Source: an optimization exercise on an open RTL-to-GDS flow (aim: small area, a short achievable clock period and few clock cycles per item). Production flows keep margins and buffers that such runs may drop.
Function was checked by simulation only, so behaviour that the tests miss may differ from the original.

==> run P <==
// chard_unit_coder
module chard_unit_coder (
    input  wire         clk,
    input  wire         rst,
    input  wire         start,
    input  wire [1:0]   mode,         
    input  wire         d12,          
    input  wire         first_line,   
    input  wire         first_unit,   
    input  wire [3:0]   sp,           
    input  wire [15:0]  allow,        
    input  wire [11:0]  left,         
    input  wire [11:0]  above_left,   
    input  wire [383:0] above,        
    input  wire [383:0] samples,      
    output reg          done,
    output reg  [3:0]   hdr,
    output reg          lvl,
    output reg  [15:0]  size,
    output reg  [3:0]   sp_next,
    output wire [383:0] recon
);
==> flow/config.mk <==
export PLATFORM = sky130hd
export DESIGN_NAME = chard_unit_coder
export DESIGN_NICKNAME = chard_unit_coder
export VERILOG_FILES = /design/flow/design.v
export SDC_FILE = /design/flow/constraint.sdc
export NUM_CORES = 4
export LEC_CHECK = 0
export ABC_AREA = 1
export CAP_MARGIN = 20
export CELL_PAD_IN_SITES_DETAIL_PLACEMENT = 2
export CELL_PAD_IN_SITES_GLOBAL_PLACEMENT = 4
export CORE_MARGIN = 2
export CORE_UTILIZATION = 30
export SLEW_MARGIN = 20
==> flow/constraint.sdc <==
create_clock -name core_clock -period 24.0 [get_ports {clk}]
set_input_delay 4.8000 -clock core_clock [delete_from_list [all_inputs] [get_ports {clk}]]
set_output_delay 4.8000 -clock core_clock [all_outputs]
set_load 0.01 [all_outputs]
standard.sh (not shown) runs the stock make flow with config.mk's settings and CLKGATE_MAP_FILE= SYNTH_SCRIPT=/design/flow/synth_recipe.tcl, a recipe that flattens the netlist after the stock synthesis.
==> flow/flow/run.sh <==
#!/bin/bash
# The standard layout, with each port buffered by the platform's smallest
# buffer (sky130_fd_sc_hd__buf_1) instead of the delay buffer buffer_ports
# picks by default. Everything else is the standard.sh unchanged.
set -euo pipefail
export BUFFER_PORTS_ARGS="-buffer_cell sky130_fd_sc_hd__buf_1"
bash standard.sh > standard_flow.log 2>&1
==> run C: changes against run P <==
--- a/flow/design.v
+++ b/flow/design.v
@@ -111,44 +111,55 @@
                     um[o[1:0]] = 1'b1;
                     kdo[2*o[1:0] +: 2] = kd;
                 end
             end
             pinfo = {q, k0[3:0], um, kdo};
         end
     endfunction
+    function [3:0] qkof(input [1:0] p, input [2:0] qm, input [3:0] spv, input d);
+        reg [3:0] qi;
+        reg [2:0] q;
+        reg [5:0] s;
+        begin
+            qi = {1'b0, qm} + {2'b00, p};
+            q  = (qi >= 4'd3) ? qi[2:0] - 3'd3 : 3'd0;
+            s  = {2'b00, spv} - 6'd1;
+            qkof = (s[5] || s[4:0] < {2'b00, q}) ? {1'b0, q} :
+                   (s[4:0] > (d ? 5'd13 : 5'd11)) ? (d ? 4'd13 : 4'd11) : s[3:0];
+        end
+    endfunction
     function [6:0] qk0of(input [1:0] p, input [2:0] qm, input [3:0] spv, input d);
         reg [3:0] qi;
         reg [2:0] q;
         reg [5:0] s;
         reg [3:0] km, k0;
         begin
             qi = {1'b0, qm} + {2'b00, p};
             q  = (qi >= 4'd3) ? qi[2:0] - 3'd3 : 3'd0;
-            km = (d ? 4'd13 : 4'd11) - {1'b0, q};
-            s  = {2'b00, spv} - {3'b000, q} - 6'd1;
-            k0 = s[5] ? 4'd0 : (s[4:0] > {1'b0, km}) ? km : s[3:0];
+            s  = {2'b00, spv} - 6'd1;
+            km = (s[5] || s[4:0] < {2'b00, q}) ? {1'b0, q} :
+                 (s[4:0] > (d ? 5'd13 : 5'd11)) ? (d ? 4'd13 : 4'd11) : s[3:0];
+            k0 = km - {1'b0, q};
             qk0of = {q, k0};
         end
     endfunction
     wire [3:0] viable;
     wire [27:0] qk0;                
-    wire [83:0] lpv;                
+    wire [43:0] lpv;                
     genvar pp;
     generate
         for (pp = 0; pp < 4; pp = pp + 1) begin : cand
             wire [2:0] cq  = exact ? 3'd0 : qk0[7*pp+4 +: 3];
             wire [3:0] ck0 = exact ? 4'd0 : qk0[7*pp +: 4];
             wire [4:0] k1  = {1'b0, qk0[7*pp +: 4]} + 5'd1;
             assign qk0[7*pp +: 7] = qk0of(pp, q_max, sp, d12);
             assign viable[pp] = ({6'd0, k1} < allow[15:5] ||
                                  ({6'd0, k1} == allow[15:5] && allow[4:2] != 3'd0)) &&
                                 (pp == 0 || {1'b0, q_max} + pp >= 4);
-            assign lpv[21*pp +: 21] = {(cq == 3'd0) ? 6'd0 : (6'd1 << (cq - 3'd1)),
-                                       ~(6'h3F << cq), (cq != 3'd0),
-                                       {1'b0, cq} + ck0, ck0};
+            assign lpv[11*pp +: 11] = {cq, exact ? 4'd0 : qkof(pp, q_max, sp, d12), ck0};
         end
     endgenerate
     function [2:0] nextof(input [1:0] p, input [3:0] vm);
         reg [3:0] nv;
         begin
             nv = vm & ((p == 2'd0) ? 4'b1110 : (p == 2'd1) ? 4'b1100 :
                        (p == 2'd2) ? 4'b1000 : 4'b0000);
@@ -161,52 +172,55 @@
     reg [3:0]    kx;                
     reg          ex_r, d12_r, fl_r;
     reg [2:0]    qm_r;
     reg [3:0]    sp_r;
     reg [12*N-1:0] xpf, bpf;        
     reg [11:0]   c0;                
     reg [11:0]   prev;              
-    reg [14*N-1:0] bcfr, e3r;       
+    reg [13:0]   bcfr, e3r;         
     reg [17:0]   S0, S1, S2, S3;    
     reg [13*N-1:0] vr;              
     reg          fa;                
     reg [15:0]   allow_r;
     reg [41:0]   C;                 
     reg [383:0]  sr;                
     reg [12*N-1:0] srd;             
     reg [9:0]    eb_size;           
     reg [3:0]    eb_k;
-    reg [5:0]    lp_h, lp_m;
-    reg          lp_qnz;
+    reg [2:0]    lp_q;
+    wire [5:0]   lp_h   = (lp_q == 3'd0) ? 6'd0 : (6'd1 << (lp_q - 3'd1));
+    wire [5:0]   lp_m   = ~(6'h3F << lp_q);
+    wire         lp_qnz = (lp_q != 3'd0);
     reg [3:0]    lp_qk;
     reg [3:0]    lp_kb;             
     reg [3:0]    dp_qk;             
     reg [3:0]    dp_um;             
     reg [7:0]    dp_kd;             
     reg [3:0]    vm_r;              
     wire chk = (j == B[JW-1:0] + 1'b1);    
     wire [2:0] nx = nextof(p, vm_r);
     wire       dp_hn = nx[2];       
     wire [1:0] dp_pn = nx[1:0];     
-    wire [20:0] lq_v = (st != S_RUN) ? lpv[20:0] : lpv[21*dp_pn +: 21];
+    wire [10:0] lq_v = (st != S_RUN) ? lpv[10:0] : lpv[11*dp_pn +: 11];
     wire [1:0]  dq = p;
     wire [18:0] dq_i  = pinfo(dq, qm_r, sp_r, d12_r);
     wire [11:0] half = d12 ? 12'd2048 : 12'd512;
     wire [11:0] b0   = above[11:0];
     wire [11:0] a_init = first_unit ? (first_line ? half : b0) : left;
     wire [11:0] c_init = first_unit ? b0 : above_left;
     wire [12*N-1:0] rec;
     wire [13*N-1:0] vv;
     genvar l;
     generate
         for (l = 0; l < N; l = l + 1) begin : lane
             wire [11:0] a_in = (l == 0) ? prev : rec[12*(l-1) +: 12];
             wire [11:0] c_in = (l == 0) ? c0 : bpf[12*(l-1) +: 12];
-            wire [13:0] bcf_in = bcfr[14*l +: 14];
-            wire [13:0] e3_in  = e3r[14*l +: 14];
+            wire [13:0] bcf_c  = {2'b00, bpf[12*l +: 12]} - {2'b00, c_in};
+            wire [13:0] bcf_in = (l == 0) ? bcfr : bcf_c;
+            wire [13:0] e3_in  = (l == 0) ? e3r : {2'b00, xpf[12*l +: 12]} - bcf_c;
             chard_chain u_step (
                 .a     (a_in),
                 .b     (bpf[12*l +: 12]),
                 .c     (c_in),
                 .x     (xpf[12*l +: 12]),
                 .bcf   (bcf_in),
                 .e3    (e3_in),
@@ -242,21 +256,21 @@
     wire        o2 = S2 > {2'd0, allow_r};
     wire        o3 = S3 > {2'd0, allow_r};
     wire        fits = (um[0] & !o0) | (um[1] & !o1) | (um[2] & !o2) | (um[3] & !o3);
     wire [17:0] s0 = S0;
     wire [17:0] s1 = um[1] ? S1 : 18'h3FFFF;
     wire [17:0] s2 = um[2] ? S2 : 18'h3FFFF;
     wire [17:0] s3 = um[3] ? S3 : 18'h3FFFF;
-    wire        w01 = s1 < s0;
-    wire        w23 = s3 < s2;
-    wire [17:0] m01 = w01 ? s1 : s0;
-    wire [17:0] m23 = w23 ? s3 : s2;
-    wire        wf  = m23 < m01;
-    wire [17:0] best_sz = wf ? m23 : m01;
-    wire [1:0]  best_o  = wf ? {1'b1, w23} : {1'b0, w01};
+    wire        c01 = s1 < s0, c02 = s2 < s0, c03 = s3 < s0;
+    wire        c12 = s2 < s1, c13 = s3 < s1, c23 = s3 < s2;
+    wire [3:0]  win = {c03 & c13 & c23, c02 & c12 & !c23,
+                       c01 & !c12 & !c13, !c01 & !c02 & !c03};
+    wire [17:0] best_sz = ({18{win[0]}} & s0) | ({18{win[1]}} & s1) |
+                          ({18{win[2]}} & s2) | ({18{win[3]}} & s3);
+    wire [1:0]  best_o  = {win[2] | win[3], win[1] | win[3]};
     wire [9:0]  b_sat  = (best_sz > 18'd1023) ? 10'd1023 : best_sz[9:0];
     wire [9:0]  k_sat  = (S3 > 18'd1023) ? 10'd1023 : S3[9:0];
     wire        k_take = k_sat < eb_size;
     wire [9:0]  e_size = k_take ? k_sat : eb_size;
     wire [3:0]  e_k    = k_take ? kx : eb_k;
     wire [9:0]  raw_size = d12_r ? 10'd388 : 10'd324;
     wire        e_raw  = (e_size >= raw_size);
@@ -266,31 +280,35 @@
     wire        ex_dv  = ex_r && (chk || st == S_EXD);
     wire [15:0] fb1_size = 16'd4 + {15'd0, d12} + {8'd0, fb_bits1, 5'd0};
     wire [15:0] fb2_size = 16'd4 + {15'd0, d12} + {8'd0, fb_bits2, 5'd0};
     wire        use_deep_c = d12 && (fb1_size > allow);
     wire [2:0]  dec_fb   = use_deep_c ? fb_bits2 : fb_bits1;
     wire [3:0]  fb_s     = (d12 ? 4'd12 : 4'd10) - {1'b0, dec_fb};
     reg         use_deep;
-    reg  [8:0]  fb_size;
-    reg  [11:0] fb_keep, fb_half;
+    reg  [3:0]  fb_s_r;             
+    wire [3:0]  fb_b     = (d12_r ? 4'd12 : 4'd10) - fb_s_r;     
+    wire [8:0]  fb_size  = 9'd4 + {8'd0, d12_r} + {fb_b, 5'd0};
+    wire [11:0] fb_keep  = ex_r ? 12'hFFF : (12'hFFF << fb_s_r);
+    wire [11:0] fb_half  = ex_r ? 12'h000 : (12'd1 << (fb_s_r - 4'd1));
     wire running = (st == S_RUN);
     wire fr_ok   = running && chk && !ex_r && fits;
     wire fr_fail = running && !ex_r && ((j >= 2) ? !fits : (j == 0) && !vm_r[p]);
     wire fb_done = fr_fail && !dp_hn;
     wire ex_done = (st == S_EXD) && (kx == dmax);
     always @(*) begin
         done    = fr_ok || fb_done || ex_done;
         hdr     = 4'hF;
         lvl     = 1'b0;
         size    = {7'd0, fb_size};
-        sp_next = sp;
+        sp_next = sp_r;
         if (fr_ok) begin
             hdr     = {p, dp_kd[2*best_o +: 2]};
             size    = best_sz[15:0];
-            sp_next = dp_qk + {2'd0, best_o};
+            sp_next = ({4{win[0]}} & dp_qk) | ({4{win[1]}} & (dp_qk + 4'd1)) |
+                      ({4{win[2]}} & (dp_qk + 4'd2)) | ({4{win[3]}} & (dp_qk + 4'd3));
         end else if (ex_r) begin
             hdr  = e_raw ? 4'hF : e_k;
             size = e_raw ? {6'd0, raw_size} : {6'd0, e_size};
         end else
             lvl  = use_deep;
     end
     wire [11:0] fb_km = fb_keep & {12{!fr_ok}};
@@ -327,42 +345,40 @@
     wire [12*N-1:0] cn = {bn[12*N-13:0], (jn == 0) ? c_init : bpf[12*(N-1) +: 12]};
     integer pi;
     reg [18:0] s3n;
     always @(posedge clk) begin
         for (pi = 0; pi < N; pi = pi + 1) begin
             xpf[12*pi +: 12] <= xn[12*pi +: 12];
             bpf[12*pi +: 12] <= bn[12*pi +: 12];
-            bcfr[14*pi +: 14] <= {2'b00, bn[12*pi +: 12]} - {2'b00, cn[12*pi +: 12]};
-            e3r[14*pi +: 14]  <= {2'b00, xn[12*pi +: 12]} - {2'b00, bn[12*pi +: 12]} + {2'b00, cn[12*pi +: 12]};
         end
         if (jn == 0) begin
             prev <= a_init;
             c0   <= c_init;
         end else begin
             prev <= rec[12*(N-1) +: 12];
             c0   <= bpf[12*(N-1) +: 12];
         end
         srd <= rec;
+        bcfr <= {2'b00, bn[11:0]} - {2'b00, cn[11:0]};
+        e3r  <= {2'b00, xn[11:0]} - {2'b00, bn[11:0]} + {2'b00, cn[11:0]};
         sr <= {srd, sr[383:12*N]};
         vr <= vv;
         fa <= running && (j == 0);
         if (st == S_IDLE) begin
             ex_r  <= exact;
             d12_r <= d12;
             fl_r  <= first_line;
             qm_r  <= q_max;
             sp_r  <= sp;
             allow_r  <= allow;
             use_deep <= use_deep_c;
-            fb_size  <= use_deep_c ? fb2_size[8:0] : fb1_size[8:0];
-            fb_keep  <= exact ? 12'hFFF : (12'hFFF << fb_s);
-            fb_half  <= exact ? 12'h000 : (12'd1 << (fb_s - 4'd1));
+            fb_s_r   <= fb_s;
         end
         if (load_lp) begin
-            {lp_h, lp_m, lp_qnz, lp_qk, lp_kb} <= lq_v;
+            {lp_q, lp_qk, lp_kb} <= lq_v;
         end
         if (load_dp) begin
             dp_qk  <= {1'b0, dq_i[18:16]} + dq_i[15:12];
             dp_um  <= dq_i[11:8];
             dp_kd  <= dq_i[7:0];
         end
         S0 <= (first ? kb32 : S0) + vs0;
==> flow/flow/run.sh (replaced) <==
#!/bin/bash
# The standard layout (standard.sh), with two changes in how it is made:
# - every port gets a buffer as usual, but the buffer is sky130_fd_sc_hd__buf_1,
#   the platform's smallest, instead of the delay buffer buffer_ports picks;
# - repair_timing aims for 14.5 ns of setup slack instead of 0, so it keeps
#   working on the critical paths although they already meet the 24 ns clock.
# The clock period, the SDC, the synthesis and all other steps are unchanged.
# standard.sh's whole output goes to standard_flow.log; ORFS keeps each step's
# log under orfs/logs.
set -euo pipefail
export BUFFER_PORTS_ARGS="-buffer_cell sky130_fd_sc_hd__buf_1"
bash standard.sh SETUP_SLACK_MARGIN=14.5 finish > standard_flow.log 2>&1
- CORE_UTILIZATION: 30 -> 35
==> summary of the runs <==
Synthesized area: run P is larger than run C (4.0%).
Run P ran to the end with no violations. Run C failed in 3_1_place_gp_skip_io with GPL-0301.
In run P the synthesized cell count is higher than in run C, by 0.78%.
==> figures <==
|  | run P | run C |
|---|---|---|
| Result of the run | complete, no violations | stopped before the end |
| Failing step | - | 3_1_place_gp_skip_io |
| Vertical die dimension | 447 µm | 406 µm |
| Post-synthesis mux area share | 0.000510 | 0.00177 |
| Post-synthesis adder-cell area fraction | 0.171 | 0.176 |
| Count of synthesis-stage warnings from yosys | 1 | 1 |
| Synthesized area divided by synthesized cell count | 7.04 µm² | 6.83 µm² |
| Net Count, Synth | 9,940 | 9,869 |
| Initial standard-cell utilization of the core | 0.302 | 0.353 |
| Synthesized-area fraction occupied by ao, oa, aoi and oai cells | 0.139 | 0.129 |
| Simple-Gate Fraction of Synth Area | 0.275 | 0.296 |
| Flops & latches, synth | 791 | 733 |
| Die X-Extent | 447 µm | 406 µm |
| Post-synth top area share | 0.232 | 0.232 |
| Library cells used by synthesis | 77 | 76 |
| Sequential fraction of the synthesis area | 0.287 | 0.273 |
| Number of rows created at floorplan | 162 | 147 |
| Synthesized netlist cell count | 8,361 | 8,296 |
| XOR/XNOR share of the synthesized area | 0.0348 | 0.0322 |
| Number of synthesized flops with an enable pin | 109 | 77 |
| Synthesized cell area | 0.0589 mm² | 0.0566 mm² |
Testbench counts of run P, summed over its fixed seeds: cycles 202,003, units 8,192.
Testbench counts of run C, summed over its fixed seeds: cycles 202,003, units 8,192.

static timing again, ports no longer ideal:
No port has a modelled driver above. Below, the same layout with a new extraction and two added sets of constraints. Step 1 (the two cells are an assumption about what drives the block):
set clk [get_ports {clk}]
set_driving_cell -lib_cell sky130_fd_sc_hd__clkbuf_16 $clk
set_driving_cell -lib_cell sky130_fd_sc_hd__buf_2 [delete_from_list [all_inputs] $clk]
Step 2 times the ports against the registers' clock, not the clock port: input delays grow and output delays shrink by t, the midpoint of the rising clock arrivals with the driver on. Three values: no drivers, after step 1, after step 2; two values: the first two.
run: run P
shift t [ns]: 0.880
setup WS [ns]: 11.370 / 11.261 / 11.475
slew at the worst register clock pin (ns): 0.07 / 0.07
cell pins on the clock port's net: 1
After both steps run P still meets setup and hold. For run P, drivers alone change the setup slack by -0.109 ns; drivers and shift together by +0.105 ns.
